This design comes from an exercise in tuning for small area, a short achievable clock period and few clock cycles on the open sky130 flow, not from production work. In this exercise RTL edits were held to simulation tests only and were not proved equivalent to the original.

==> flow/design.v, too long to show whole: its modules and the start of the top module <==
// module hive_fpu: 265 lines
// module hive_fpu_cadd: 31 lines
// module hive_fpu_cmp: 34 lines
// module hive_fpu_lzc: 51 lines
// module hive_fpu_mul: 617 lines
module hive_fpu (
    input  wire        clk,
    input  wire        rst,
    input  wire        in_valid,
    output wire        in_ready,
    input  wire [4:0]  in_op,
    input  wire [31:0] in_a,
    input  wire [31:0] in_b,
    input  wire [31:0] in_c,
    output reg         out_valid,
    output reg  [31:0] out_result
);
  // ...
==> flow/run.sh <==
#!/bin/bash
# synth_recipe.tcl (not shown) runs the flow's synth.tcl, then flattens the netlist and writes it again
# the make line also repeats each setting of config.mk as NAME=value (left out here)
make -C /OpenROAD-flow-scripts/flow DESIGN_CONFIG=/design/flow/config.mk WORK_HOME=/design/flow/orfs CLKGATE_MAP_FILE= SYNTH_SCRIPT=/design/flow/synth_recipe.tcl finish
==> flow/config.mk <==
export PLATFORM = sky130hd
export DESIGN_NAME = hive_fpu
export DESIGN_NICKNAME = hive_fpu
export VERILOG_FILES = /design/flow/design.v
export SDC_FILE = /design/flow/constraint.sdc
export NUM_CORES = 4
export LEC_CHECK = 0
export ABC_CLOCK_PERIOD_IN_PS = 4500
export CAP_MARGIN = 20
export CORE_MARGIN = 2
export CORE_UTILIZATION = 48
export PLACE_DENSITY = 0.62
export SETUP_SLACK_MARGIN = 0
export SLEW_MARGIN = 60
==> flow/constraint.sdc <==
create_clock -name core_clock -period 22.0 [get_ports {clk}]
set_input_delay 4.4000 -clock core_clock [delete_from_list [all_inputs] [get_ports {clk}]]
set_output_delay 4.4000 -clock core_clock [all_outputs]
set_load 0.01 [all_outputs]
==> metrics.csv, run 1 <==
stage,metric,value,unit
layout,Nets,6344,
worst_setup_path,CP Data Arrival Time,6.57,ns
logic_synthesis,Synth Warn #,2,
layout,utilization after layout,0.5375,
layout,sequential cell count,466,
job,Max-cap violations,0,
worst_setup_path,Worst setup startpoint,csc2[26]$_DFF_P_,
layout,multi-input combinational area share,0.6700,
logic_synthesis,syn avg cell area,8.125,um^2
layout,"commonest non-fill, non-tap cells in the layout","inv_1, nand2_1, dfxtp_1, xnor2_1, nor2_1",
global_route,overall routing resource usage,0.3884,
clocking,CTS tree,yes,
layout,nonclk inv count,510,
layout,multi-input logic area,0.03534,mm^2
logic_synthesis,synthesized instance count,5840,
layout,max reg flops,77,
status,outcome,finished clean,
layout,bufs w/o clock,290,
logic_synthesis,post-synth top area cell,dfxtp_1,
placement,dpl hpwl,156600,um
global_route,antenna violations before repair,14,
logic_synthesis,synthesized area,0.04745,mm^2
logic_synthesis,simple-gate portion of the synthesized area,0.1637,
timing,Rel. slew slack,0.5631,
worst_setup_path,R2R cell count,16,
timing,clock skew,0.07019,ns
layout,count of multi-input gates,4431,
logic_synthesis,largest family of logic cells by synthesized area,compound AO/OA/AOI/OAI gates,
Testbench counts, summed over its fixed seeds: cycles 25,988.
==> module hive_fpu, before the edit <==
module hive_fpu (
    input  wire        clk,
    input  wire        rst,
    input  wire        in_valid,
    output wire        in_ready,
    input  wire [4:0]  in_op,
    input  wire [31:0] in_a,
    input  wire [31:0] in_b,
    input  wire [31:0] in_c,
    output reg         out_valid,
    output reg  [31:0] out_result
);
    localparam [31:0] CANON_NAN = 32'h7FC0_0000;
    localparam [4:0] OP_FADD = 5'h00, OP_FSUB = 5'h01, OP_FMUL = 5'h02,
                     OP_FMIN = 5'h05, OP_FMAX = 5'h06, OP_FABS = 5'h07,
                     OP_FNEG = 5'h08, OP_FCSGN = 5'h09, OP_FEQ = 5'h0A,
                     OP_FLT = 5'h0B, OP_FLE = 5'h0C, OP_FTOI = 5'h0D,
                     OP_ITOF = 5'h0E, OP_UTOF = 5'h0F, OP_FMA = 5'h10,
                     OP_FMS = 5'h11;
    assign in_ready = 1'b1;
    wire in_addsub = (in_op == OP_FADD) || (in_op == OP_FSUB);
    wire in_ftoi   = (in_op == OP_FTOI);
    reg [31:0] fa_in, fb_in, fc_in;
    always @(*) begin
        fa_in = in_ftoi ? 32'h4180_0000 : in_a;
        fb_in = in_addsub ? 32'h3F80_0000 : in_b;
        case (in_op)
            OP_FTOI: fc_in = in_a;
            OP_FADD: fc_in = in_b;
            OP_FSUB: fc_in = {~in_b[31], in_b[30:0]};
            OP_FMUL: fc_in = 32'h8000_0000;
            OP_FMS:  fc_in = {~in_c[31], in_c[30:0]};
            default: fc_in = in_c;
        endcase
    end
    wire [24:0] bx = {1'b1, in_b[22:0], 1'b0};
    reg  [11:0] bneg_in, bone_in, btwo_in;
    integer q;
    always @(*) begin
        for (q = 0; q < 12; q = q + 1) begin
            bneg_in[q] = in_addsub ? (q == 11) : bx[2*q+2] & ~(bx[2*q+1] & bx[2*q]);
            bone_in[q] = ~in_addsub & (bx[2*q+1] ^ bx[2*q]);
            btwo_in[q] = in_addsub ? (q == 11) : (bx[2*q+2] & ~bx[2*q+1] & ~bx[2*q]) |
                                                 (~bx[2*q+2] & bx[2*q+1] & bx[2*q]);
        end
    end
    wire signed [9:0] d_in = $signed({2'd0, in_b[30:23]}) - $signed({2'd0, in_c[30:23]});
    reg        v1, itof1, quick1;
    reg signed [9:0] d1;
    reg        adds1;
    reg [4:0]  op1;
    reg [31:0] a1, b1, c1;
    reg [11:0] bneg1, bone1, btwo1;
    always @(posedge clk) begin
        if (rst) v1 <= 1'b0;
        else     v1 <= in_valid;
        op1   <= in_op;
        itof1 <= (in_op == OP_ITOF) || (in_op == OP_UTOF);
        quick1 <= (in_op >= OP_FMIN) && (in_op <= OP_FLE);
        d1     <= d_in;
        adds1  <= in_addsub | in_ftoi;
        a1    <= fa_in;
        b1    <= fb_in;
        c1    <= fc_in;
        bneg1 <= bneg_in;
        bone1 <= bone_in;
        btwo1 <= btwo_in;
    end
    wire       sa = a1[31], sb = b1[31], sc = c1[31];
    wire       sp = sa ^ sb;
    wire [7:0] ea = a1[30:23], eb = b1[30:23], ec = c1[30:23];
    wire       za = (ea == 8'd0), zb = (eb == 8'd0), zc = (ec == 8'd0);
    wire       fza = (a1[22:0] == 23'd0), fzb = (b1[22:0] == 23'd0), fzc = (c1[22:0] == 23'd0);
    wire       xa = (ea == 8'hFF), xb = (eb == 8'hFF), xc = (ec == 8'hFF);
    wire       na = xa & ~fza, nb = xb & ~fzb, nc = xc & ~fzc;
    wire       ia = xa & fza,  ib = xb & fzb,  ic = xc & fzc;
    wire is_fma  = (op1 == OP_FADD) || (op1 == OP_FSUB) || (op1 == OP_FMUL) ||
                   (op1 == OP_FMA) || (op1 == OP_FMS);
    wire is_ftoi = (op1 == OP_FTOI);
    wire [74:0] ra, rb;
    hive_fpu_mul u_mul (.ma({~itof1, a1[22:0] & {23{~itof1}}}),
                        .bneg(bneg1), .bone(bone1), .btwo(btwo1), .ra(ra), .rb(rb));
    wire signed [10:0] sh_raw = adds1 ? $signed({3'd0, ea}) - $signed({3'd0, ec}) + 11'sd27
                                      : $signed({3'd0, ea}) + d1 - 11'sd100;
    wire        sh_neg = sh_raw[10];
    wire        sh_big = ~sh_raw[10] & (|sh_raw[9:7]);
    wire [23:0] mc   = zc ? 24'd0 : {1'b1, c1[22:0]};
    wire [75:0] c_win = {mc, 52'd0};
    wire [75:0] c_shr = c_win >> sh_raw[6:0];
    wire [75:0] c_sh  = itof1  ? {a1, 44'd0} :
                        sh_neg ? c_win : (sh_big ? 76'd0 : c_shr);
    wire        c_top = itof1 & (op1 == OP_ITOF) & a1[31];
    reg [6:0] c_tz;
    integer t;
    always @(*) begin
        c_tz = 7'd75;
        for (t = 22; t >= 0; t = t - 1)
            if (c1[t]) c_tz = 7'd52 + t[6:0];
        if (zc) c_tz = 7'd127;
    end
    wire        c_stk = ~itof1 & ~sh_neg & (sh_big ? ~zc : (sh_raw[6:0] > c_tz));
    wire        esub = (sp ^ sc) | itof1;
    wire [76:0] c_al = {c_top, c_sh[75:1], c_sh[0] | c_stk} ^ {77{esub}};
    wire [76:0] pa = {ra, 2'b00};
    wire [76:0] pb = {rb, 2'b00};
    wire [76:0] cs_s = pa ^ pb ^ c_al;
    wire [76:0] cs_c = {(pa[75:0] & pb[75:0]) | (pa[75:0] & c_al[75:0]) | (pb[75:0] & c_al[75:0]), 1'b0};
    wire signed [10:0] e_top = itof1            ? 11'sd158 :
                               (sh_neg & ~zc)   ? $signed({3'd0, ec}) :
                               ($signed({3'd0, ea}) + $signed({3'd0, eb}) - 11'sd100);
    reg        spec;
    reg [31:0] spec_res;
    always @(*) begin
        spec = 1'b1;
        if (na || nb || nc)
            spec_res = CANON_NAN;
        else if ((ia && zb) || (ib && za))
            spec_res = CANON_NAN;
        else if (ia || ib)
            spec_res = (ic && (sc != sp)) ? CANON_NAN : {sp, 8'hFF, 23'd0};
        else if (ic)
            spec_res = {sc, 8'hFF, 23'd0};
        else if (za || zb)
            spec_res = zc ? {sp & sc, 31'd0} : c1;
        else begin
            spec = 1'b0;
            spec_res = 32'd0;
        end
    end
    wire        mag_lt, mag_eq;
    hive_fpu_cmp u_cmp (.a({1'b0, a1[30:0]}), .b({1'b0, b1[30:0]}), .lt(mag_lt), .eq(mag_eq));
    wire        both_zero = za & zb;
    wire        a_below_b = both_zero  ? (sa & ~sb) :
                            (sa != sb) ? sa :
                            sa         ? ~mag_lt & ~mag_eq : mag_lt;
    wire        cmp_eq = !na && !nb && ((mag_eq && sa == sb) || both_zero);
    wire        cmp_lt = !na && !nb && a_below_b && !both_zero;
    wire        pick_a = nb | (~na & ((op1 == OP_FMIN) ? a_below_b : ~a_below_b));
    wire [31:0] picked = pick_a ? a1 : b1;
    wire        pick_z = pick_a ? za : zb;
    wire [31:0] minmax_res = (na & nb) ? CANON_NAN : {picked[31], picked[30:0] & {31{~pick_z}}};
    reg  [31:0] ftoi_mag;
    reg         ftoi_neg;
    always @(*) begin
        ftoi_neg = 1'b0;
        if (nc || ec < 8'd127)
            ftoi_mag = 32'd0;
        else if (ec >= 8'd158)
            ftoi_mag = sc ? 32'h8000_0000 : 32'h7FFF_FFFF;
        else begin
            ftoi_mag = c_sh[75:44];
            ftoi_neg = sc;
        end
    end
    reg [31:0] misc_res;
    always @(*) begin
        case (op1)
            OP_FMIN, OP_FMAX: misc_res = minmax_res;
            OP_FABS:  misc_res = {1'b0, a1[30:0]};
            OP_FNEG:  misc_res = {~a1[31], a1[30:0]};
            OP_FCSGN: misc_res = {b1[31], a1[30:0]};
            OP_FEQ:   misc_res = {31'd0, cmp_eq};
            OP_FLT:   misc_res = {31'd0, cmp_lt};
            OP_FLE:   misc_res = {31'd0, cmp_lt | cmp_eq};
            OP_FTOI:  misc_res = ftoi_mag;
            OP_ITOF, OP_UTOF: misc_res = 32'd0;
            default:  misc_res = spec_res;
        endcase
    end
    reg        v3, fp3, sign3, stk3, zero3;
    wire       quick = v1 & quick1 & ~v2 & ~v3;
    reg        v2, fp2, mneg2, esub2, sp2, sc2;
    reg [31:0] mres2;
    reg [76:0] css2;
    reg [51:0] csc2;     
    reg signed [10:0] etop2;
    always @(posedge clk) begin
        if (rst) v2 <= 1'b0;
        else     v2 <= v1 & ~quick;
        fp2   <= (is_fma & ~spec) | itof1;
        mneg2 <= is_ftoi & ftoi_neg;
        mres2 <= misc_res;
        css2  <= cs_s;
        csc2  <= cs_c[51:0];
        esub2 <= esub;
        sp2   <= sp | itof1;
        sc2   <= sc & ~itof1;
        etop2 <= e_top;
    end
    wire [76:0] s0, s1;
    wire [52:0] l0, l1;
    hive_fpu_cadd u_add (.a({2'b00, css2[50:0]}), .b({1'b0, csc2}), .s0(l0), .s1(l1));
    wire [25:0] c_hi  = ~css2[76:51];
    wire [25:0] c_hm  = c_hi - 26'd1;
    wire [25:0] c_hp  = c_hi + 26'd1;
    assign s0 = {l0[52] ? c_hp : l0[51] ? c_hi : c_hm, l0[50:0]};
    assign s1 = {l1[52] ? c_hp : l1[51] ? c_hi : c_hm, l1[50:0]};
    wire        neg  = esub2 & s0[76];
    wire [75:0] mag  = esub2 ? (neg ? ~s0[75:0] : s1[75:0]) : s0[75:0];
    wire        r_sign = neg ? sc2 : sp2;
    wire [6:0] lz_p, lz_n;
    hive_fpu_lzc u_lzp (.x(s0[75:0]), .n(lz_p));
    hive_fpu_lzc u_lzn (.x(~s0[75:0]), .n(lz_n));
    wire [6:0] lz = neg ? lz_n : lz_p;
    wire       exact0 = neg & (&s0[75:0]);
    wire [75:0] n6 = lz[6] ? {mag[11:0], 64'd0} : mag;
    wire [75:0] n5 = lz[5] ? {n6[43:0], 32'd0} : n6;
    wire        k5 = |n5[19:0];
    reg [31:0] mres3;
    reg [55:0] n5_3;
    reg [6:0]  lz3;
    reg signed [10:0] etop3;
    always @(posedge clk) begin
        if (rst) v3 <= 1'b0;
        else     v3 <= v2;
        fp3   <= fp2;
        mres3 <= mneg2 ? (~mres2 + 32'd1) : mres2;
        sign3 <= r_sign;
        n5_3  <= n5[75:20];
        lz3   <= lz;
        stk3  <= k5;
        zero3 <= exact0;
        etop3 <= etop2;
    end
    wire [39:0] n4 = lz3[4] ? n5_3[39:0] : n5_3[55:16];
    wire        k4 = |n5_3[15:0] & ~lz3[4];
    wire [31:0] n3 = lz3[3] ? n4[31:0] : n4[39:8];
    wire        k3 = |n4[7:0] & ~lz3[3];
    wire [27:0] n2 = lz3[2] ? n3[27:0] : n3[31:4];
    wire        k2 = |n3[3:0] & ~lz3[2];
    wire [25:0] n1 = lz3[1] ? n2[25:0] : n2[27:2];
    wire        k1 = |n2[1:0] & ~lz3[1];
    wire [24:0] n0 = lz3[0] ? n1[24:0] : n1[25:1];
    wire        k0 = n1[0] & ~lz3[0];
    wire        stk = stk3 | k4 | k3 | k2 | k1 | k0;
    wire signed [10:0] e_n = etop3 - $signed({4'd0, lz3});
    wire        pow2   = ~n0[24] & ~zero3;
    wire        rnd_up = n0[0] & (stk | n0[1]);
    wire [23:0] m_inc  = n0[24:1] + 24'd1;
    wire        all1   = &n0[24:1];
    wire        carry  = (rnd_up & all1) | pow2;
    wire        zero   = zero3;
    wire [22:0] f_rnd  = rnd_up ? m_inc[22:0] : n0[23:1];
    wire        e_ovf  = (e_n >= 11'sd255) || (carry && e_n == 11'sd254);
    wire        e_unf  = (e_n < 11'sd0) || (!carry && e_n == 11'sd0);
    wire [7:0]  e_rnd  = e_n[7:0] + {7'd0, carry};
    reg [31:0] result;
    always @(*) begin
        if (!fp3)
            result = mres3;
        else if (zero)
            result = 32'd0;
        else if (e_ovf)
            result = {sign3, 8'hFF, 23'd0};
        else if (e_unf)
            result = {sign3, 31'd0};
        else
            result = {sign3, e_rnd, f_rnd};
    end
    always @(posedge clk) begin
        if (rst) out_valid <= 1'b0;
        else     out_valid <= v3 | quick;
        out_result <= quick ? misc_res : result;
    end
endmodule
==> run 2, diff against run 1 <==
--- a/flow/design.v
+++ b/flow/design.v
@@ -169,3 +169,3 @@
     end
-    reg        v3, fp3, sign3, stk3, zero3;
+    reg        v3, fp3, sign3, zero3;
     wire       quick = v1 & quick1 & ~v2 & ~v3;
@@ -206,6 +206,4 @@
     wire [75:0] n6 = lz[6] ? {mag[11:0], 64'd0} : mag;
-    wire [75:0] n5 = lz[5] ? {n6[43:0], 32'd0} : n6;
-    wire        k5 = |n5[19:0];
     reg [31:0] mres3;
-    reg [55:0] n5_3;
+    reg [75:0] n6_3;
     reg [6:0]  lz3;
@@ -218,5 +216,4 @@
         sign3 <= r_sign;
-        n5_3  <= n5[75:20];
+        n6_3  <= n6;
         lz3   <= lz;
-        stk3  <= k5;
         zero3 <= exact0;
@@ -224,4 +221,6 @@
     end
-    wire [39:0] n4 = lz3[4] ? n5_3[39:0] : n5_3[55:16];
-    wire        k4 = |n5_3[15:0] & ~lz3[4];
+    wire [75:0] n5 = lz3[5] ? {n6_3[43:0], 32'd0} : n6_3;
+    wire        k5 = |n5[19:0];
+    wire [39:0] n4 = lz3[4] ? n5[59:20] : n5[75:36];
+    wire        k4 = |n5[35:20] & ~lz3[4];
     wire [31:0] n3 = lz3[3] ? n4[31:0] : n4[39:8];
@@ -234,3 +233,3 @@
     wire        k0 = n1[0] & ~lz3[0];
-    wire        stk = stk3 | k4 | k3 | k2 | k1 | k0;
+    wire        stk = k5 | k4 | k3 | k2 | k1 | k0;
     wire signed [10:0] e_n = etop3 - $signed({4'd0, lz3});
==> metrics.csv, run 2 <==
stage,metric,value,unit,change
status,outcome,finished clean,,
layout,Nets,6250,,-1.5%
clocking,clock slew at reported path FFs,0.06,ns,
route,WL final,202500,um,
route,max layer used,met5,,
layout,max reg flops,77,,unchanged
logic_synthesis,post-synth top area cell,dfxtp_1,,
die,I/O Pins,138,,
global_route,antenna violations before repair,15,,+1
layout,Biggest register,css2,,
logic_synthesis,most numerous cell in the Yosys netlist,dfxtp_1,,
die,Row Count,115,,
layout,P&R area growth vs syn,11.01,%,
layout,multi-input logic area,0.03489,mm^2,-1.3%
route,WL met3,21730,um,
route,post-route ant nets,0,,
route,drc violations,0,,
layout,fill count,9363,,
timing,RSZ-0062 raised after global routing,no,,
job,Max-cap violations,0,,unchanged
global_route,grt total ovfl,0,,
die,Initial Util,0.4828,,
logic_synthesis,synthesized area,0.04731,mm^2,-0.29%
clocking,CTS root buffer,clkbuf_16,,
placement,Placer Congestion,1.032,,
clocking,PostCTS Resize Cnt,0,,
timing,Max Slew Vio Count,0,,
timing,Worst Tran Pin Value,0.6772,ns,
global_route,number of global-route vias before repair,44050,,
worst_setup_path,crit path kind,reg2reg,,
worst_setup_path,CP endpoint kind,flip-flop,,
logic_synthesis,syn avg cell area,8.241,um^2,+1.4%
logic_synthesis,register area share after synthesis,0.2052,,
clocking,CTS H-tree lvls,2,,
global_route,first-pass GRT wire length,295100,um,
logic_synthesis,Synth Flop Type,dfxtp_1,,
clocking,total number of clock tree sinks,485,,
worst_setup_path,crit start category,flip-flop,,
logic_synthesis,Netlist cell types,90,,
die,die area,0.1011,mm^2,
worst_setup_path,CP Data Arrival Time,6.84,ns,+0.27 ns
worst_setup_path,worst path required time,22.59,ns,
logic_synthesis,Mapped Nets,6336,,
route,Wirelength per Cell,28.96,um,
timing,Final Hold Vio Count,0,,
logic_synthesis,async set-or-reset flop fraction in the synthesized netlist,0,,
logic_synthesis,Synth Warn #,2,,unchanged
layout,most common library cell in the layout ignoring fill and taps,dfxtp_1,,
route,vias per inst,6.592,,
route,1st-iter DRT viols,6590,,
logic_synthesis,synthesized flop and latch total,485,,
logic_synthesis,synthesized instance count,5741,,-1.7%
timing,"Setup violations, final",0,,
route,Via Count,46100,,
route,Met2 Routed Length,88030,um,
global_route,largest net degree at the start of global routing,86,,
min_path,hold crit path type,reg2reg,,
clocking,clock buffer depth,3,,
clocking,cts hold-fix bufs,0,,
global_route,overall routing resource usage,0.3883,,about the same
timing,Rel. slew slack,0.5437,,-0.01936
layout,Reg area,0.009737,mm^2,
placement,dpl hpwl,155400,um,-0.78%
timing,TNS Setup,0,ns,
timing,Period minus WS final,6.249,ns,
logic_synthesis,Post-synth EDFFs,0,,
logic_synthesis,leading post-synthesis cells by instance count,"dfxtp_1, inv_1, nand2_1",,
layout,"commonest non-fill, non-tap cells in the layout","dfxtp_1, inv_1, nand2_1, xnor2_1, nor2_1",,
logic_synthesis,"top cells by area, synth","dfxtp_1, fa_1, xnor2_1",,
die,core area,0.09799,mm^2,
layout,Largest regs,"css2: 77 flops, n6_3: 76 flops, csc2: 49 flops",,
die,chip height,318.0,um,
timing,clock skew,0.07645,ns,+0.006264 ns
logic_synthesis,top cell type's share of synthesized area,0.2052,,
route,WL met1,81300,um,
route,TritonRoute pass-1 iters,8,,
clocking,CTS tree,yes,,
worst_setup_path,Worst Path Max Fanout,32,,
clocking,worst skew pair latency,0.67,ns,
placement,input/output buffers,136,,
layout,utilization after layout,0.5360,,-0.001534
clocking,postcts setup bufs,0,,
timing,ratio of final minimum period to clock period,0.2841,,
timing,Max Fclk,160.0,MHz,
layout,ratio of cells with drive above 1 in the final layout,0.09547,,
clocking,Num CTS Buffers,53,,
die,Die Wd,318.0,um,
## run 2: changes by cell type after synthesis, sizes merged, moves of 18 or more
cell	change
a22oi	+18
buf	-40
clkbuf	+39
dfxtp	+19
inv	-21
mux2i	+31
mux4	+23
nand2	-45
nor2	-18
o211ai	-20
xnor2	-19
## run 2: area by class of cell
type / instances / share of cell area
antenna: 8 / 0.0003812
sequential: 485 / 0.1854
clock inverter: 29 / 0.007027
multi-input combinational: 4338 / 0.6642
inverter: 486 / 0.03509
tap: 1287 / 0.03066
timing repair buffer: 291 / 0.04931
clock buffer: 69 / 0.02792
## run 2: path summary, 6_finish.rpt
| check | cells past startpoint | startpoint | endpoint | slack, ns |
|---|---|---|---|---|
| max | 16 | css2[60]$_DFF_P_ | n6_3[64]$_DFF_P_ | 15.75 |
| max reg2reg | 16 | css2[60]$_DFF_P_ | n6_3[64]$_DFF_P_ | 15.75 |
| min reg2reg | 0 | etop2[7]$_SDFF_PP1_ | etop3[7]$_DFF_P_ | 0.32 |
| min | 0 | etop2[7]$_SDFF_PP1_ | etop3[7]$_DFF_P_ | 0.32 |
## run 2: routing by layer
| layer | global-route usage | vias up |
|---|---|---|
| met3 | 0.08381 | 650 |
| met4 | 0.1855 | 4 |
| li1 | - | 20030 |
| met1 | 0.5180 | 22400 |
| met2 | 0.5981 | 3011 |
| met5 | 0 | - |
## run 2: kinds of logic (layout without fill, tap and decap cells)
family | Yosys count | count (layout) | share of synthesized area
simple gates | 1538 | 1538 | 0.1588
compound gates | 1510 | 1510 | 0.2132
buf+inv | 918 | 875 | 0.07346
xor+xnor | 595 | 595 | 0.1104
fa+ha+maj | 491 | 491 | 0.1773
flops | 485 | 485 | 0.2052
mux | 203 | 203 | 0.06151
other cells | 1 | 9 | 0.00007926
## run 2: per-stage QoR
| step | worst slack, ns | instance area, um^2 | hold slack [ns] | instances |
|---|---|---|---|---|
| final | 15.75 | 52520 | 0.3222 | 6993 |
| after floorplan | 16.12 | 47310 | 0.3096 | 5741 |
| after global routing | 15.48 | 52510 | 0.3298 | 6986 |
| after global placement | 15.25 | 49840 | 0.3114 | 6871 |
| after detailed placement | 15.43 | 50450 | 0.3121 | 6882 |
| after CTS | 15.69 | 52280 | 0.3258 | 6980 |
## run 2: critical path: stages, from the launching register on
cell	delay, ns
dfxtp_1	0.42
or4_4	0.55
or4_1	0.50
or3_1	0.41
or3_1	0.40
or3_1	0.43
a2111oi_0	0.53
a41oi_2	0.17
xor2_4	0.18
buf_4	0.22
buf_12	0.24
nand2_1	0.42
buf_4	0.38
or3_1	0.43
o32ai_4	0.49
a211oi_1	0.16
a31oi_1	0.17
Testbench counts of run 2, summed over its fixed seeds: cycles 25,988.
==> run 3, diff against run 2 <==
--- a/flow/config.mk
+++ b/flow/config.mk
@@ -10,4 +10,4 @@
 export CORE_MARGIN = 2
-export CORE_UTILIZATION = 48
-export PLACE_DENSITY = 0.62
+export CORE_UTILIZATION = 55
+export PLACE_DENSITY = 0.7
 export SETUP_SLACK_MARGIN = 0
==> metrics.csv, run 3 <==
stage,metric,value,unit,change
worst_setup_path,worst path required time,17.60,ns,-4.99 ns
route,Wirelength per Cell,28.77,um,-0.63%
worst_setup_path,CP max stage cell,clkdlybuf4s50_1,,
clocking,clock buffer depth,3,,unchanged
job,Max-cap violations,0,,unchanged
timing,Worst Tran Pin Value,0.6538,ns,-0.02345 ns
logic_synthesis,simple-gate portion of the synthesized area,0.1588,,unchanged
logic_synthesis,register area share after synthesis,0.2052,,unchanged
timing,TNS Setup,0,ns,unchanged
logic_synthesis,mux cell area share after synthesis,0.06151,,unchanged
global_route,number of global-route vias before repair,44600,,+1.3%
logic_synthesis,synthesized flop and latch total,485,,unchanged
die,I/O Pins,138,,unchanged
clocking,CTS H-tree lvls,2,,unchanged
clocking,CTS root buffer,clkbuf_16,,
route,TritonRoute pass-1 iters,19,,+11
clocking,CTS tree,yes,,
timing,Hold Worst Slack,0.3275,ns,+0.005281 ns
global_route,overall routing resource usage,0.4339,,+0.04553
logic_synthesis,syn avg cell area,8.241,um^2,unchanged
logic_synthesis,Post-synth EDFFs,0,,unchanged
clocking,worst skew pair latency,0.68,ns,about the same
clocking,total number of clock tree sinks,485,,unchanged
route,drc violations,0,,unchanged
layout,max reg flops,77,,unchanged
die,core area,0.08515,mm^2,-13%
global_route,antenna violations before repair,19,,+4
clocking,cts hold-fix bufs,0,,unchanged
die,Row Count,107,,-7.0%
layout,Biggest register,css2,,
logic_synthesis,post-synth top area cell,dfxtp_1,,
layout,Reg area,0.009734,mm^2,about the same
worst_setup_path,worst-path cell chain,clkdlybuf4s50_1,,
worst_setup_path,crit start category,flip-flop,,
layout,fill count,7604,,-19%
logic_synthesis,async set-or-reset flop fraction in the synthesized netlist,0,,unchanged
timing,Rel. slew slack,0.5595,,+0.01580
logic_synthesis,leading post-synthesis cells by instance count,"dfxtp_1, inv_1, nand2_1",,
worst_setup_path,crit-path leading delay family,buffers and inverters,,
layout,ratio of cells with drive above 1 in the final layout,0.09856,,+0.003087
layout,multi-input logic area,0.03504,mm^2,+0.43%
global_route,first-pass GRT wire length,290200,um,-1.7%
timing,clock skew,0.03107,ns,-0.04538 ns
layout,post-route cell area,0.05255,mm^2,about the same
global_route,largest net degree at the start of global routing,86,,unchanged
timing,Max Fclk,165.1,MHz,+3.2%
clocking,clock slew at reported path FFs,0.07,ns,about the same
logic_synthesis,"top cells by area, synth","dfxtp_1, fa_1, xnor2_1",,
layout,P&R area growth vs syn,11.06,%,about the same
timing,Final Hold Vio Count,0,,unchanged
logic_synthesis,most numerous cell in the Yosys netlist,dfxtp_1,,
clocking,postcts setup bufs,0,,unchanged
clocking,PostCTS Resize Cnt,0,,unchanged
logic_synthesis,Netlist cell types,90,,unchanged
worst_setup_path,crit path kind,reg2out,,
logic_synthesis,largest family of logic cells by synthesized area,compound AO/OA/AOI/OAI gates,,
timing,"Setup violations, final",0,,unchanged
worst_setup_path,Max stage delay on crit path,0.57,ns,+0.02 ns
logic_synthesis,synthesized instance count,5741,,unchanged
die,chip height,297.3,um,-6.5%
route,WL final,196900,um,-2.7%
global_route,grt total ovfl,0,,unchanged
placement,"Cell Area, Placed",0.05030,mm^2,-0.29%
worst_setup_path,CP Data Arrival Time,1.66,ns,-5.18 ns
worst_setup_path,CP endpoint kind,output pin,,
logic_synthesis,synthesized area,0.04731,mm^2,unchanged
logic_synthesis,Synth Area in Adders,0.1773,,unchanged
route,Via Count,46100,,+0.0043%
layout,most common library cell in the layout ignoring fill and taps,dfxtp_1,,
die,Initial Util,0.5557,,+0.07282
timing,Max Slew Vio Count,0,,unchanged
route,1st-iter DRT viols,6896,,+4.6%
timing,ratio of final minimum period to clock period,0.2754,,-0.008695
clocking,Num CTS Buffers,54,,+1.9%
layout,Nets,6243,,-0.11%
placement,pre-CTS setup slack,15.43,ns,+0.006400 ns
route,vias per inst,6.736,,+2.2%
logic_synthesis,compound-cell area share of the yosys netlist,0.2132,,unchanged
die,die area,0.08838,mm^2,-13%
layout,Largest regs,"css2: 77 flops, n6_3: 76 flops, csc2: 49 flops",,
timing,Period minus WS final,6.058,ns,-0.1913 ns
min_path,hold crit path type,reg2reg,,
timing,RSZ-0062 raised after global routing,no,,
die,Die Wd,297.3,um,-6.5%
placement,Placer Congestion,1.036,,+0.32%
logic_synthesis,XOR/XNOR share of the synthesized area,0.1104,,unchanged
placement,dpl hpwl,150800,um,-3.0%
status,outcome,finished clean,,
logic_synthesis,Mapped Nets,6336,,unchanged
worst_setup_path,Worst Path Max Fanout,1,,-97%
route,post-route ant nets,0,,unchanged
logic_synthesis,Synth Warn #,2,,unchanged
worst_setup_path,Worst Path Buf+Inv,1,,-2
layout,"commonest non-fill, non-tap cells in the layout","dfxtp_1, inv_1, nand2_1, xnor2_1, nor2_1",,
timing,final worst slack,15.94,ns,+0.1913 ns
logic_synthesis,Synth Flop Type,dfxtp_1,,
placement,input/output buffers,136,,unchanged
logic_synthesis,top cell type's share of synthesized area,0.2052,,unchanged
[run 3: logic make-up after synthesis]
| kind of cell | Yosys count |
|---|---|
| AND/OR/NAND/NOR | 1538 |
| AO/OA/AOI/OAI | 1510 |
| buffers and inverters | 918 |
| XOR/XNOR | 595 |
| adder cells (fa/ha/maj) | 491 |
| flip-flops | 485 |
| multiplexers | 203 |
| other | 1 |
[run 3: worst paths after layout]
| path | cells past startpoint | from | slack, ns | end |
|---|---|---|---|---|
| max reg2reg | 15 | css2[26]$_DFF_P_ | 16.03 | n6_3[67]$_DFF_P_ |
| max | 1 | out_result[0]$_DFF_P_ | 15.94 | out_result[0] |
| min reg2reg | 0 | etop2[2]$_SDFF_PP1_ | 0.33 | etop3[2]$_DFF_P_ |
| min | 0 | etop2[2]$_SDFF_PP1_ | 0.33 | etop3[2]$_DFF_P_ |
[run 3: final cells by class]
type                    count  share of cell area
multi-input cells        4338              0.6668
flip-flops and latches    485              0.1852
repair buffers            283             0.04779
inverters                 486             0.03512
well taps                1144             0.02724
clock buffers              60             0.02672
clock inverters            40             0.01074
diodes                      8           0.0003810
[run 3: metal layers]
| layer | wire length (um) | part of all wire | GRT usage | vias up |
|---|---|---|---|---|
| li1 | - | - | - | 20050 |
| met1 | 75920 | 0.39 | 0.5678 | 22110 |
| met2 | 84490 | 0.43 | 0.6573 | 3216 |
| met3 | 24680 | 0.13 | 0.1215 | 706 |
| met4 | 11690 | 0.059 | 0.2163 | 20 |
| met5 | 156 | 0.00079 | 0 | - |
[run 3: stage by stage]
stage          std cells  utilization
2_1_floorplan       5741            -
3_3_place_gp        6720       0.5825
3_5_place_dp        6731       0.5908
4_1_cts             6831       0.6139
5_1_grt             6837       0.6169
6_report            6844       0.6171
==> run 4, diff against run 3 <==
--- a/flow/config.mk
+++ b/flow/config.mk
@@ -13,2 +13,2 @@
 export SETUP_SLACK_MARGIN = 0
-export SLEW_MARGIN = 60
+export SLEW_MARGIN = 65
==> metrics.csv, run 4 <==
stage,metric,value,unit,change
die,Die Wd,297.3,um,unchanged
placement,dpl hpwl,151300,um,+0.35%
logic_synthesis,async set-or-reset flop fraction in the synthesized netlist,0,,unchanged
route,Met2 Routed Length,84820,um,+0.39%
clocking,PostCTS Resize Cnt,0,,unchanged
layout,Reg area,0.009741,mm^2,about the same
global_route,first-pass GRT wire length,290400,um,about the same
clocking,clock slew at reported path FFs,0.06,ns,about the same
global_route,grt total ovfl,0,,unchanged
timing,Period minus WS final,6.006,ns,-0.05220 ns
worst_setup_path,Worst R2R Start,css2[11]$_DFF_P_,,
layout,Biggest register,css2,,
placement,Placer Congestion,1.036,,unchanged
timing,ratio of final minimum period to clock period,0.2730,,-0.002373
die,core area,0.08515,mm^2,unchanged
route,vias per inst,6.783,,+0.69%
clocking,total number of clock tree sinks,485,,unchanged
global_route,overall routing resource usage,0.4335,,about the same
layout,ratio of cells with drive above 1 in the final layout,0.1093,,+0.01072
layout,P&R area growth vs syn,12.38,%,
worst_setup_path,worst path required time,22.60,ns,+5.00 ns
route,WL met1,76470,um,+0.72%
clocking,postcts setup bufs,0,,unchanged
global_route,largest net degree at the start of global routing,86,,unchanged
layout,fill count,7579,,-0.33%
route,WL final,198000,um,+0.54%
die,Row Count,107,,unchanged
timing,RSZ-0062 raised after global routing,no,,
logic_synthesis,Netlist cell types,90,,unchanged
logic_synthesis,synthesized flop and latch total,485,,unchanged
logic_synthesis,Post-synth EDFFs,0,,unchanged
logic_synthesis,register area share after synthesis,0.2052,,unchanged
clocking,CTS H-tree lvls,2,,unchanged
route,max layer used,met5,,
logic_synthesis,Synth Flop Type,dfxtp_1,,
route,post-route ant nets,0,,unchanged
layout,Nets,6261,,+0.29%
timing,clock skew,0.04048,ns,+0.009410 ns
clocking,Num CTS Buffers,53,,-1.9%
clocking,CTS root buffer,clkbuf_16,,
clocking,clock buffer depth,3,,unchanged
worst_setup_path,crit path kind,reg2reg,,
logic_synthesis,post-synth top area cell,dfxtp_1,,
route,Via Count,46570,,+1.0%
min_path,Min-Delay Startpoint,etop2[6]$_SDFF_PP0_,,
timing,Max Fclk,166.5,MHz,+0.87%
route,TritonRoute pass-1 iters,11,,-8
logic_synthesis,syn avg cell area,8.241,um^2,unchanged
layout,max reg flops,77,,unchanged
logic_synthesis,Synth Warn #,2,,unchanged
die,I/O Pins,138,,unchanged
timing,Max Slew Vio Count,0,,unchanged
timing,Rel. slew slack,0.5813,,+0.02178
route,Wirelength per Cell,28.84,um,+0.22%
clocking,CTS tree,yes,,
timing,"Setup violations, final",0,,unchanged
worst_setup_path,CP Data Arrival Time,6.60,ns,+4.94 ns
global_route,number of global-route vias before repair,44540,,-0.13%
worst_setup_path,Worst Path Max Fanout,24,,+23
layout,Largest regs,"css2: 77 flops, n6_3: 76 flops, csc2: 49 flops",,
clocking,cts hold-fix bufs,0,,unchanged
timing,TNS Setup,0,ns,unchanged
logic_synthesis,Mapped Nets,6336,,unchanged
logic_synthesis,synthesized instance count,5741,,unchanged
timing,Final Hold Vio Count,0,,unchanged
route,drc violations,0,,unchanged
logic_synthesis,synthesized area,0.04731,mm^2,unchanged
placement,input/output buffers,136,,unchanged
logic_synthesis,"top cells by area, synth","dfxtp_1, fa_1, xnor2_1",,
worst_setup_path,CP endpoint kind,flip-flop,,
min_path,hold crit path type,reg2reg,,
route,WL met3,24610,um,-0.26%
die,chip height,297.3,um,unchanged
clocking,worst skew pair latency,0.67,ns,about the same
die,Initial Util,0.5557,,unchanged
worst_setup_path,crit start category,flip-flop,,
logic_synthesis,leading post-synthesis cells by instance count,"dfxtp_1, inv_1, nand2_1",,
logic_synthesis,most numerous cell in the Yosys netlist,dfxtp_1,,
timing,Worst Tran Pin Value,0.6215,ns,-0.03232 ns
global_route,antenna violations before repair,13,,-6
job,Max-cap violations,0,,unchanged
worst_setup_path,Worst setup startpoint,css2[11]$_DFF_P_,,
logic_synthesis,top cell type's share of synthesized area,0.2052,,unchanged
route,1st-iter DRT viols,6828,,-0.99%
layout,multi-input logic area,0.03536,mm^2,+0.91%
layout,"commonest non-fill, non-tap cells in the layout","inv_1, dfxtp_1, nand2_1, xnor2_1, nor2_1",,
status,outcome,finished clean,,
die,die area,0.08838,mm^2,unchanged
-- run 4: changes by cell type in the layout (fill, tap and decap cells not counted), sizes merged, moves of 2 or more --
cell           delta
diode             +4
buf              +12
clkdlybuf4s18     +2
clkdlybuf4s15     +2
inv               -6
clkbuf           +12
-- run 4: path summary, 6_finish.rpt --
path	cells past startpoint	endpoint	slack, ns
worst max-delay path	16	lz3[2]$_DFF_P_	15.99
worst max register to register	16	lz3[2]$_DFF_P_	15.99
worst min register to register	0	etop3[6]$_DFF_P_	0.33
worst min-delay path	0	etop3[6]$_DFF_P_	0.33
-- run 4: through the flow --
step / cell area (um^2) / hold slack, ns / utilization / instances / worst slack [ns]
after floorplan: 47310 / 0.3096 / - / 5741 / 16.12
after global placement: 49600 / 0.3113 / 0.5825 / 6720 / 15.37
after detailed placement: 50850 / 0.3128 / 0.5972 / 6749 / 15.44
after CTS: 52800 / 0.3275 / 0.6201 / 6848 / 15.96
after global routing: 53150 / 0.3315 / 0.6242 / 6856 / 15.82
final: 53170 / 0.3267 / 0.6245 / 6866 / 15.99
-- run 4: routing by layer --
| metal | up-vias | track usage |
|---|---|---|
| li1 | 20080 | - |
| met1 | 22450 | 0.5735 |
| met2 | 3270 | 0.6563 |
| met3 | 763 | 0.1127 |
| met4 | 6 | 0.2161 |
| met5 | - | 0 |
-- run 4: area by class of cell --
class / instances / area share
clock inverter: 31 / 0.008377
sequential: 485 / 0.1832
antenna: 12 / 0.0005648
clock buffer: 68 / 0.02826
tap: 1144 / 0.02692
inverter: 486 / 0.03478
timing repair buffer: 302 / 0.05295
multi-input combinational: 4338 / 0.6650
-- run 4: cells by family after synthesis --
family	synth area share
compound gates	0.2132
xor+xnor	0.1104
fa+ha+maj	0.1773
buf+inv	0.07346
flops	0.2052
mux	0.06151
other cells	0.00007926
simple gates	0.1588
-- run 4: worst max-delay path: stages, from the launching register on --
cell and delay [ns]:
dfxtp_1 0.30, ha_1 0.43, a21oi_1 0.42, o21ai_0 0.25
a22oi_1 0.26, clkbuf_2 0.21, a311oi_2 0.16, o21bai_1 0.26
buf_4 0.32, and2_2 0.48, a31oi_1 0.26, xor2_1 0.26
or4_1 0.60, or4b_1 0.73, nor3_2 0.39, nor4bb_1 0.38
o32a_1 0.20
==> run 5, diff against run 4 <==
--- a/flow/config.mk
+++ b/flow/config.mk
@@ -13,2 +13,2 @@
 export SETUP_SLACK_MARGIN = 0
-export SLEW_MARGIN = 65
+export SLEW_MARGIN = 55
==> metrics.csv, run 5 <==
stage,metric,value,unit,change
status,outcome,finished clean,,
die,I/O Pins,138,,unchanged
global_route,largest net degree at the start of global routing,86,,unchanged
layout,fill count,7622,,+0.57%
route,TritonRoute pass-1 iters,7,,-4
logic_synthesis,synthesized instance count,5741,,unchanged
timing,Worst Tran Pin Value,0.7825,ns,+0.1610 ns
clocking,CTS root buffer,clkbuf_16,,
worst_setup_path,Worst R2R Setup Slack,15.89,ns,-0.10 ns
clocking,total number of clock tree sinks,485,,unchanged
route,1st-iter DRT viols,6745,,-1.2%
clocking,Num CTS Buffers,55,,+3.8%
logic_synthesis,Synth Flop Type,dfxtp_1,,
logic_synthesis,top cell type's share of synthesized area,0.2052,,unchanged
layout,max reg flops,77,,unchanged
logic_synthesis,synthesized flop and latch total,485,,unchanged
logic_synthesis,post-synth top area cell,dfxtp_1,,
timing,Max Slew Vio Count,0,,unchanged
worst_setup_path,R2R Path End,n6_3[65]$_DFF_P_,,
global_route,first-pass GRT wire length,290600,um,about the same
layout,most common library cell in the layout ignoring fill and taps,dfxtp_1,,
route,vias per inst,6.792,,+0.14%
die,core area,0.08515,mm^2,unchanged
timing,RSZ-0062 raised after global routing,no,,
timing,ratio of final minimum period to clock period,0.2775,,+0.004505
worst_setup_path,Worst R2R Start,csc2[26]$_DFF_P_,,
logic_synthesis,Post-synth EDFFs,0,,unchanged
min_path,Worst Hold Depth,0,,unchanged
logic_synthesis,most numerous cell in the Yosys netlist,dfxtp_1,,
min_path,Min-Delay Startpoint,etop2[2]$_SDFF_PP1_,,
logic_synthesis,Synth Warn #,2,,unchanged
die,Die Wd,297.3,um,unchanged
layout,post-route insts no fill,6842,,-0.35%
logic_synthesis,synthesized area,0.04731,mm^2,unchanged
layout,P&R area growth vs syn,10.40,%,
global_route,antenna violations before repair,13,,unchanged
clocking,CTS H-tree lvls,2,,unchanged
layout,Nets,6236,,-0.40%
route,Via Count,46470,,-0.21%
worst_setup_path,CP Data Arrival Time,6.68,ns,+0.08 ns
global_route,grt total ovfl,0,,unchanged
worst_setup_path,Worst Path Max Fanout,24,,unchanged
die,Initial Util,0.5557,,unchanged
die,Row Count,107,,unchanged
logic_synthesis,"top cells by area, synth","dfxtp_1, fa_1, xnor2_1",,
clocking,clock slew at reported path FFs,0.06,ns,about the same
logic_synthesis,leading post-synthesis cells by instance count,"dfxtp_1, inv_1, nand2_1",,
worst_setup_path,crit path kind,reg2reg,,
route,Wirelength per Cell,28.89,um,+0.19%
global_route,number of global-route vias before repair,44620,,+0.17%
timing,Rel. slew slack,0.4766,,-0.1048
route,WL final,197700,um,-0.16%
worst_setup_path,crit start category,flip-flop,,
die,die area,0.08838,mm^2,unchanged
worst_setup_path,CP endpoint kind,flip-flop,,
timing,Period minus WS final,6.105,ns,+0.09910 ns
logic_synthesis,async set-or-reset flop fraction in the synthesized netlist,0,,unchanged
die,chip height,297.3,um,unchanged
clocking,clock buffer depth,3,,unchanged
timing,TNS Setup,0,ns,unchanged
logic_synthesis,register area share after synthesis,0.2052,,unchanged
layout,ratio of cells with drive above 1 in the final layout,0.09019,,-0.01909
min_path,hold crit path type,reg2reg,,
layout,Biggest register,css2,,
global_route,overall routing resource usage,0.4339,,about the same
timing,clock skew,0.02924,ns,-0.01124 ns
timing,Final Hold Vio Count,0,,unchanged
logic_synthesis,Netlist cell types,90,,unchanged
clocking,cts hold-fix bufs,0,,unchanged
clocking,postcts setup bufs,0,,unchanged
placement,input/output buffers,136,,unchanged
placement,placed cell count,6725,,-0.36%
clocking,PostCTS Resize Cnt,0,,unchanged
worst_setup_path,worst path required time,22.57,ns,-0.03 ns
logic_synthesis,syn avg cell area,8.241,um^2,unchanged
job,Max-cap violations,0,,unchanged
timing,Max Fclk,163.8,MHz,-1.6%
layout,Largest regs,"css2: 77 flops, n6_3: 76 flops, csc2: 49 flops",,
worst_setup_path,R2R cell count,15,,-1
layout,"commonest non-fill, non-tap cells in the layout","dfxtp_1, inv_1, nand2_1, xnor2_1, nor2_1",,
timing,"Setup violations, final",0,,unchanged
route,drc violations,0,,unchanged
placement,dpl hpwl,150500,um,-0.51%
route,post-route ant nets,0,,unchanged
clocking,worst skew pair latency,0.67,ns,about the same
logic_synthesis,Mapped Nets,6336,,unchanged
layout,utilization after layout,0.6135,,-0.01099
placement,Placer Congestion,1.036,,unchanged
clocking,CTS tree,yes,,
min_path,Worst Hold End,etop3[2]$_DFF_P_,,
==> run 5: cell counts after synthesis <==
Identical to the previous run, type by type.
==> run 5: worst max-delay path, stage by stage (launching register included) <==
cell and delay (ns):
dfxtp_1 0.31, ha_1 0.59, nand4_1 0.28, nor3_2 0.47, nand2b_1 0.21, a311oi_1 0.48, o21bai_1 0.18, buf_4 0.25
and2_2 0.38, a31oi_1 0.33, xor2_1 0.26, or4_4 0.60, or4b_1 0.70, nor3_1 0.43, mux2i_2 0.25, o21ai_0 0.28
==> run 5: worst max-delay path by stage <==
stage | startpoint | to | slack, ns | depth (start not counted)
2_1_floorplan | in_c[24] | d1[7]$_DFF_P_ | 16.12 | 10
3_3_place_gp | in_op[3] | c1[13]$_DFF_P_ | 15.37 | 6
3_5_place_dp | in_c[24] | d1[7]$_DFF_P_ | 15.45 | 11
4_1_cts | out_result[0]$_DFF_P_ | out_result[0] | 15.95 | 1
5_1_grt | csc2[26]$_DFF_P_ | n6_3[70]$_DFF_P_ | 15.60 | 15
6_report | csc2[26]$_DFF_P_ | n6_3[65]$_DFF_P_ | 15.89 | 15
==> run 5: area by class of cell <==
cell class | count | area, um^2 | share of cell area
clock buffers | 59 | 1411 | 0.02702
inverters | 486 | 1837 | 0.03516
multi-input cells | 4338 | 34700 | 0.6644
diodes | 10 | 25.02 | 0.0004791
clock inverters | 45 | 661.9 | 0.01267
repair buffers | 275 | 2441 | 0.04673
well taps | 1144 | 1431 | 0.02740
flip-flops and latches | 485 | 9723 | 0.1861
==> run 5: layer usage <==
metal | track usage | wire (um) | vias to the layer above
met3 | 0.1136 | 24510 | 778
met2 | 0.6517 | 84090 | 3249
met1 | 0.5740 | 76840 | 22380
met5 | 0 | 26 | -
li1 | - | - | 20060
met4 | 0.2252 | 12220 | 4
==> run 5: logic make-up after synthesis <==
kind of cell             after synthesis  synth area share
buffers and inverters                918           0.07346
multiplexers                         203           0.06151
flip-flops                           485            0.2052
other                                  1        0.00007926
XOR/XNOR                             595            0.1104
AO/OA/AOI/OAI                       1510            0.2132
adder cells (fa/ha/maj)              491            0.1773
AND/OR/NAND/NOR                     1538            0.1588
==> run 5: stage by stage <==
step / hold slack [ns] / setup slack, ns / cell area [um^2]
floorplan: 0.3096 / 16.12 / 47310
global placement: 0.3113 / 15.37 / 49600
detailed placement: 0.3121 / 15.45 / 49990
CTS: 0.3260 / 15.95 / 52060
global route: 0.3302 / 15.60 / 52220
finish: 0.3231 / 15.89 / 52240
==> run 6, diff against run 5 <==
--- a/flow/config.mk
+++ b/flow/config.mk
@@ -10,5 +10,5 @@
 export CORE_MARGIN = 2
-export CORE_UTILIZATION = 55
-export PLACE_DENSITY = 0.7
+export CORE_UTILIZATION = 62
+export PLACE_DENSITY = 0.78
 export SETUP_SLACK_MARGIN = 0
-export SLEW_MARGIN = 55
+export SLEW_MARGIN = 60
==> metrics.csv, run 6 <==
stage,metric,value,unit,change
route,1st-iter DRT viols,6745,,unchanged
worst_setup_path,Worst Path Max Fanout,31,,+29%
status,outcome,finished clean,,
die,Row Count,101,,-5.6%
route,drc violations,0,,unchanged
placement,"Cell Area, Placed",0.04993,mm^2,-0.12%
worst_setup_path,worst path required time,22.57,ns,about the same
timing,Worst Tran Pin Value,0.6694,ns,-0.1131 ns
logic_synthesis,async set-or-reset flop fraction in the synthesized netlist,0,,unchanged
route,WL final,186600,um,-5.6%
die,die area,0.07854,mm^2,-11%
die,Initial Util,0.6250,,+0.06937
route,vias per inst,6.995,,+3.0%
timing,TNS Setup,0,ns,unchanged
die,core area,0.07570,mm^2,-11%
logic_synthesis,Netlist cell types,90,,unchanged
logic_synthesis,"top cells by area, synth","dfxtp_1, fa_1, xnor2_1",,
logic_synthesis,leading post-synthesis cells by instance count,"dfxtp_1, inv_1, nand2_1",,
timing,Rel. slew slack,0.5490,,+0.07242
clocking,CTS tree,yes,,
global_route,largest net degree at the start of global routing,75,,-13%
worst_setup_path,crit path kind,reg2reg,,
die,I/O Pins,138,,unchanged
route,TritonRoute pass-1 iters,10,,+3
timing,Period minus WS final,6.181,ns,+0.07590 ns
timing,final worst slack,15.82,ns,-0.07590 ns
placement,dpl hpwl,141600,um,-5.9%
layout,utilization after layout,0.6889,,+0.07542
timing,ratio of final minimum period to clock period,0.2810,,+0.003450
worst_setup_path,CP endpoint kind,flip-flop,,
timing,Max Slew Vio Count,0,,unchanged
route,Via Count,46720,,+0.54%
route,post-route ant nets,0,,unchanged
layout,max reg flops,77,,unchanged
logic_synthesis,synthesized flop and latch total,485,,unchanged
clocking,clock slew at reported path FFs,0.06,ns,about the same
global_route,overall routing resource usage,0.4653,,+0.03142
logic_synthesis,synthesized area,0.04731,mm^2,unchanged
global_route,antenna violations before repair,22,,+9
layout,fill count,6212,,-18%
global_route,number of global-route vias before repair,44110,,-1.1%
logic_synthesis,Synth Flop Type,dfxtp_1,,
clocking,Num CTS Buffers,52,,-5.5%
clocking,cts hold-fix bufs,0,,unchanged
layout,ratio of cells with drive above 1 in the final layout,0.09532,,+0.005132
logic_synthesis,Synth Warn #,2,,unchanged
clocking,CTS root buffer,clkbuf_16,,
worst_setup_path,Worst R2R Setup Slack,15.82,ns,-0.08 ns
layout,"commonest non-fill, non-tap cells in the layout","inv_1, dfxtp_1, nand2_1, xnor2_1, nor2_1",,
logic_synthesis,Mapped Nets,6336,,unchanged
global_route,first-pass GRT wire length,276500,um,-4.8%
layout,Largest regs,"css2: 77 flops, n6_3: 76 flops, csc2: 49 flops",,
layout,post-route cell area,0.05215,mm^2,-0.17%
clocking,postcts setup bufs,0,,unchanged
clocking,worst skew pair latency,0.65,ns,-0.02 ns
worst_setup_path,CP Data Arrival Time,6.75,ns,+0.07 ns
layout,P&R area growth vs syn,10.22,%,
timing,clock skew,0.04310,ns,+0.01386 ns
logic_synthesis,Post-synth EDFFs,0,,unchanged
placement,pre-CTS setup slack,15.40,ns,-0.04790 ns
logic_synthesis,register area share after synthesis,0.2052,,unchanged
clocking,total number of clock tree sinks,485,,unchanged
logic_synthesis,top cell type's share of synthesized area,0.2052,,unchanged
logic_synthesis,post-synth top area cell,dfxtp_1,,
job,Max-cap violations,0,,unchanged
die,chip height,280.2,um,-5.7%
placement,input/output buffers,136,,unchanged
layout,Nets,6238,,+0.032%
timing,RSZ-0062 raised after global routing,no,,
timing,Max Fclk,161.8,MHz,-1.2%
timing,"Setup violations, final",0,,unchanged
clocking,PostCTS Resize Cnt,0,,unchanged
timing,Final Hold Vio Count,0,,unchanged
clocking,clock buffer depth,3,,unchanged
min_path,hold crit path type,reg2reg,,
logic_synthesis,most numerous cell in the Yosys netlist,dfxtp_1,,
die,Die Wd,280.2,um,-5.7%
logic_synthesis,syn avg cell area,8.241,um^2,unchanged
layout,Biggest register,css2,,
route,Wirelength per Cell,27.94,um,-3.3%
worst_setup_path,crit start category,flip-flop,,
global_route,grt total ovfl,0,,unchanged
logic_synthesis,synthesized instance count,5741,,unchanged
clocking,CTS H-tree lvls,2,,unchanged
placement,Placer Congestion,1.068,,+3.1%
==> run 6: through the flow <==
step | cells | hold WS, ns
floorplan | 5741 | 0.3096
finish | 6679 | 0.3255
global placement | 6549 | 0.3107
global route | 6668 | 0.3339
detailed placement | 6562 | 0.3121
CTS | 6659 | 0.3201
==> run 6: kinds of logic after synthesis <==
| group | after synthesis | synth area share |
|---|---|---|
| and+or+nand+nor | 1538 | 0.1588 |
| AOI/OAI and AO/OA | 1510 | 0.2132 |
| buffers and inverters | 918 | 0.07346 |
| xor gates and xnor gates | 595 | 0.1104 |
| adders and majority gates | 491 | 0.1773 |
| DFF | 485 | 0.2052 |
| muxes | 203 | 0.06151 |
| other | 1 | 0.00007926 |
==> run 6: routing by layer <==
layer	global-route usage	share of wire	vias to the layer above
met3	0.1558	0.15	931
met2	0.6836	0.42	3666
met4	0.2664	0.073	20
met5	0	0.00074	-
li1	-	-	20000
met1	0.5975	0.36	22100
==> run 6: area by class of cell <==
class,instances,area [um^2],share of cell area
flip-flops and latches,485,9737,0.1867
multi-input cells,4338,34960,0.6704
clock inverters,23,321.6,0.006166
inverters,486,1841,0.03530
diodes,15,37.54,0.0007198
repair buffers,280,2501,0.04796
clock buffers,74,1524,0.02922
well taps,978,1224,0.02347
==> run 6: worst max-delay path, stage by stage (launching register included) <==
cell      delay (ns)
dfxtp_1         0.30
ha_1            0.61
nand4_1         0.26
nor3_2          0.49
nand2b_1        0.24
a311oi_2        0.44
o21bai_1        0.17
buf_4           0.26
and2_2          0.39
a41oi_2         0.41
xor2_4          0.16
buf_4           0.23
buf_12          0.24
nand2_1         0.29
buf_4           0.35
or3_1           0.42
o32ai_1         0.30
buf_4           0.26
a211oi_1        0.10
a31oi_1         0.15
==> run 6: final timing paths <==
kind,to,cells after the start,startpoint
worst min register to register,etop3[2]$_DFF_P_,0,etop2[2]$_SDFF_PP1_
worst max register to register,n6_3[64]$_DFF_P_,19,css2[26]$_DFF_P_
worst max-delay path,n6_3[64]$_DFF_P_,19,css2[26]$_DFF_P_
worst min-delay path,etop3[2]$_DFF_P_,0,etop2[2]$_SDFF_PP1_
==> run 7, diff against run 6 <==
--- a/flow/design.v
+++ b/flow/design.v
@@ -171,4 +171,4 @@
     wire       quick = v1 & quick1 & ~v2 & ~v3;
+    wire       use_fp = (is_fma & ~spec) | itof1;
     reg        v2, fp2, mneg2, esub2, sp2, sc2;
-    reg [31:0] mres2;
     reg [76:0] css2;
@@ -179,6 +179,5 @@
         else     v2 <= v1 & ~quick;
-        fp2   <= (is_fma & ~spec) | itof1;
+        fp2   <= use_fp;
         mneg2 <= is_ftoi & ftoi_neg;
-        mres2 <= misc_res;
-        css2  <= cs_s;
+        css2  <= use_fp ? cs_s : {45'd0, misc_res};
         csc2  <= cs_c[51:0];
@@ -214,3 +213,3 @@
         fp3   <= fp2;
-        mres3 <= mneg2 ? (~mres2 + 32'd1) : mres2;
+        mres3 <= mneg2 ? (~css2[31:0] + 32'd1) : css2[31:0];
         sign3 <= r_sign;
--- a/flow/config.mk
+++ b/flow/config.mk
@@ -10,4 +10,4 @@
 export CORE_MARGIN = 2
-export CORE_UTILIZATION = 62
-export PLACE_DENSITY = 0.78
+export CORE_UTILIZATION = 55
+export PLACE_DENSITY = 0.7
 export SETUP_SLACK_MARGIN = 0
==> metrics.csv, run 7 <==
stage,metric,value,unit,change
status,outcome,finished clean,,
timing,final worst slack,15.69,ns,-0.1243 ns
layout,"commonest non-fill, non-tap cells in the layout","nand2_1, inv_1, dfxtp_1, xnor2_1, nor2_1",,
logic_synthesis,synthesized flop and latch total,453,,-6.6%
logic_synthesis,Mapped Nets,6495,,+2.5%
worst_setup_path,worst path required time,22.56,ns,about the same
timing,"Setup violations, final",0,,unchanged
die,Die Wd,299.2,um,+6.8%
logic_synthesis,top cell type's share of synthesized area,0.1892,,-0.01597
min_path,hold crit path type,reg2reg,,
timing,TNS Setup,0,ns,unchanged
timing,Period minus WS final,6.305,ns,+0.1243 ns
global_route,grt total ovfl,0,,unchanged
route,TritonRoute pass-1 iters,10,,unchanged
clocking,worst skew pair latency,0.65,ns,about the same
logic_synthesis,register area share after synthesis,0.1892,,-0.01597
layout,max reg flops,77,,unchanged
route,WL final,214100,um,+15%
layout,ratio of cells with drive above 1 in the final layout,0.09781,,+0.002486
clocking,total number of clock tree sinks,453,,-6.6%
placement,pre-CTS setup slack,15.46,ns,+0.05840 ns
placement,placed cell count,6898,,+5.1%
logic_synthesis,Netlist cell types,115,,+28%
layout,fill count,7793,,+25%
logic_synthesis,async set-or-reset flop fraction in the synthesized netlist,0,,unchanged
logic_synthesis,Synth Flop Type,dfxtp_1,,
die,Row Count,108,,+6.9%
timing,Final Hold Vio Count,0,,unchanged
global_route,first-pass GRT wire length,308600,um,+12%
layout,Biggest register,css2,,
logic_synthesis,synthesized instance count,5901,,+2.8%
logic_synthesis,synthesized area,0.04792,mm^2,+1.3%
layout,P&R area growth vs syn,10.33,%,
timing,Rel. slew slack,0.5548,,+0.005854
clocking,CTS tree,yes,,
clocking,PostCTS Resize Cnt,0,,unchanged
timing,Max Slew Vio Count,0,,unchanged
timing,clock skew,0.02511,ns,-0.01800 ns
route,post-route ant nets,0,,unchanged
clocking,Num CTS Buffers,49,,-5.8%
worst_setup_path,crit start category,flip-flop,,
clocking,clock slew at reported path FFs,0.06,ns,about the same
die,core area,0.08662,mm^2,+14%
clocking,CTS root buffer,clkbuf_16,,
clocking,CTS H-tree lvls,2,,unchanged
global_route,overall routing resource usage,0.4658,,+0.0005041
global_route,antenna violations before repair,8,,-64%
job,Max-cap violations,0,,unchanged
logic_synthesis,post-synth top area cell,dfxtp_1,,
timing,Worst Tran Pin Value,0.6608,ns,-0.008690 ns
timing,Max Fclk,158.6,MHz,-2.0%
clocking,clock buffer depth,3,,unchanged
route,Via Count,47860,,+2.4%
logic_synthesis,"top cells by area, synth","dfxtp_1, fa_1, xnor2_1",,
logic_synthesis,most numerous cell in the Yosys netlist,nand2_1,,
layout,post-route insts no fill,6998,,+4.8%
global_route,number of global-route vias before repair,45460,,+3.1%
placement,input/output buffers,136,,unchanged
die,I/O Pins,138,,unchanged
placement,dpl hpwl,161200,um,+14%
layout,Nets,6392,,+2.5%
logic_synthesis,leading post-synthesis cells by instance count,"nand2_1, dfxtp_1, inv_1",,
worst_setup_path,Worst Path Max Fanout,38,,+23%
die,die area,0.08950,mm^2,+14%
worst_setup_path,CP endpoint kind,flip-flop,,
clocking,postcts setup bufs,0,,unchanged
timing,RSZ-0062 raised after global routing,no,,
route,vias per inst,6.839,,-2.2%
die,chip height,299.2,um,+6.8%
worst_setup_path,CP Data Arrival Time,6.87,ns,+0.12 ns
logic_synthesis,syn avg cell area,8.121,um^2,-1.5%
logic_synthesis,Synth Warn #,2,,unchanged
worst_setup_path,crit path kind,reg2reg,,
layout,most common library cell in the layout ignoring fill and taps,nand2_1,,
clocking,cts hold-fix bufs,0,,unchanged
route,drc violations,0,,unchanged
global_route,largest net degree at the start of global routing,75,,unchanged
timing,ratio of final minimum period to clock period,0.2866,,+0.005650
die,Initial Util,0.5532,,-0.07181
placement,Placer Congestion,1.042,,-2.4%
route,1st-iter DRT viols,7324,,+8.6%
layout,Largest regs,"css2: 77 flops, n6_3: 76 flops, csc2: 49 flops",,
route,Wirelength per Cell,30.59,um,+9.5%
logic_synthesis,Post-synth EDFFs,0,,unchanged
-- run 7: cell count changes after synthesis, sizes merged, moves of 29 or more --
| cell | before | now |
|---|---|---|
| nand2 | 450 | 515 |
| nor2b | 122 | 90 |
| inv | 484 | 455 |
| clkbuf | 369 | 332 |
| o21ai | 272 | 322 |
| dfxtp | 485 | 453 |
| nand3 | 92 | 128 |
| and2 | 33 | 90 |
| buf | 63 | 128 |
-- run 7: worst paths after layout --
check	startpoint	to	slack [ns]	cells after the start
worst max-delay path	css2[25]$_DFF_P_	n6_3[64]$_DFF_P_	15.69	17
worst min-delay path	etop2[0]$_SDFF_PP0_	etop3[0]$_DFF_P_	0.33	0
worst max register to register	css2[25]$_DFF_P_	n6_3[64]$_DFF_P_	15.69	17
worst min register to register	etop2[0]$_SDFF_PP0_	etop3[0]$_DFF_P_	0.33	0
-- run 7: cell families (layout without fill, tap and decap cells) --
| group | count (synthesis) | after routing | share of synthesized area |
|---|---|---|---|
| xor+xnor | 590 | 590 | 0.1080 |
| compound gates | 1573 | 1573 | 0.2218 |
| buf+inv | 923 | 860 | 0.07718 |
| other cells | 1 | 6 | 0.00007826 |
| simple gates | 1679 | 1679 | 0.1722 |
| flops | 453 | 453 | 0.1892 |
| fa+ha+maj | 490 | 490 | 0.1748 |
| mux | 192 | 192 | 0.05676 |
-- run 7: worst max-delay path, stage by stage, from the launching register on --
cell and delay (ns):
dfxtp_1 0.40, ha_1 0.70, nand4_1 0.26, nor3_2 0.47, nand2_1 0.16, o311ai_4 0.52
o21a_1 0.46, nor2_2 0.15, buf_4 0.24, a41oi_1 0.43, xor2_2 0.17, buf_4 0.45
nand2_1 0.26, or2_2 0.35, o32a_1 0.48, inv_2 0.36, a221oi_1 0.14, a21oi_1 0.17
-- run 7: routing by layer --
| metal | part of all wire | vias to the layer above | global-route usage | routed length (um) |
|---|---|---|---|---|
| met5 | 0.00035 | - | 0.003704 | 74 |
| met4 | 0.093 | 8 | 0.3454 | 19820 |
| met3 | 0.13 | 911 | 0.1377 | 27160 |
| met2 | 0.42 | 3561 | 0.6841 | 88910 |
| met1 | 0.36 | 22740 | 0.5791 | 78080 |
| li1 | - | 20640 | - | - |
-- run 7: area by class of cell --
type                       instances  area (um^2)  share of cell area
tap                             1155         1445             0.02733
clock inverter                    28        379.1            0.007171
antenna                            5        12.51           0.0002367
multi-input combinational       4525        36050              0.6819
sequential                       453         9092              0.1720
inverter                         463         1754             0.03318
clock buffer                      63         1400             0.02648
timing repair buffer             306         2733             0.05169
-- run 7: through the flow --
stage               utilization  instance area, um^2  hold slack [ns]
floorplan                     -                47920           0.3096
global placement         0.5770                49980           0.3101
detailed placement       0.5864                50790           0.3128
CTS                      0.6069                52570           0.3275
global route             0.6102                52860           0.3364
finish                   0.6104                52870           0.3282
Testbench counts of run 7, summed over its fixed seeds: cycles 25,988.

## what the ideal ports hide
The results above use ideal ports. As a check the final layouts listed here were re-extracted and re-timed, cells and wires unchanged.
Step 1: set_driving_cell puts a clkbuf_16 on clk and a buf_2 on each other input, an assumption about the parent block.
Step 2 times the ports against the registers' clock, not the clock port: input delays grow and output delays shrink by t, the midpoint of the rising clock arrivals with the driver on.
Three values: ideal, step 1, step 2; two values: the first two.
| run | shift t [ns] | setup slack, ns | worst setup path at the end | worst register clock-pin slew, ns |
|---|---|---|---|---|
| run 1 | 0.709 | 15.948 / 15.925 / 15.402 | input to register | 0.08 / 0.08 |
| run 2 | 0.706 | 15.750 / 15.750 / 15.424 | input to register | 0.07 / 0.07 |
| run 3 | 0.742 | 15.942 / 15.870 / 15.347 | input to register | 0.07 / 0.07 |
| run 4 | 0.724 | 15.994 / 15.935 / 15.396 | input to register | 0.09 / 0.09 |
| run 5 | 0.728 | 15.895 / 15.895 / 15.409 | input to register | 0.07 / 0.07 |
| run 6 | 0.702 | 15.819 / 15.819 / 15.387 | input to register | 0.07 / 0.07 |
| run 7 | 0.708 | 15.695 / 15.695 / 15.439 | input to register | 0.07 / 0.07 |
After both steps every run listed still meets setup and hold. The setup slack of run 4, which loses most, moves by -0.059 ns with the drivers and by -0.598 ns with both steps.
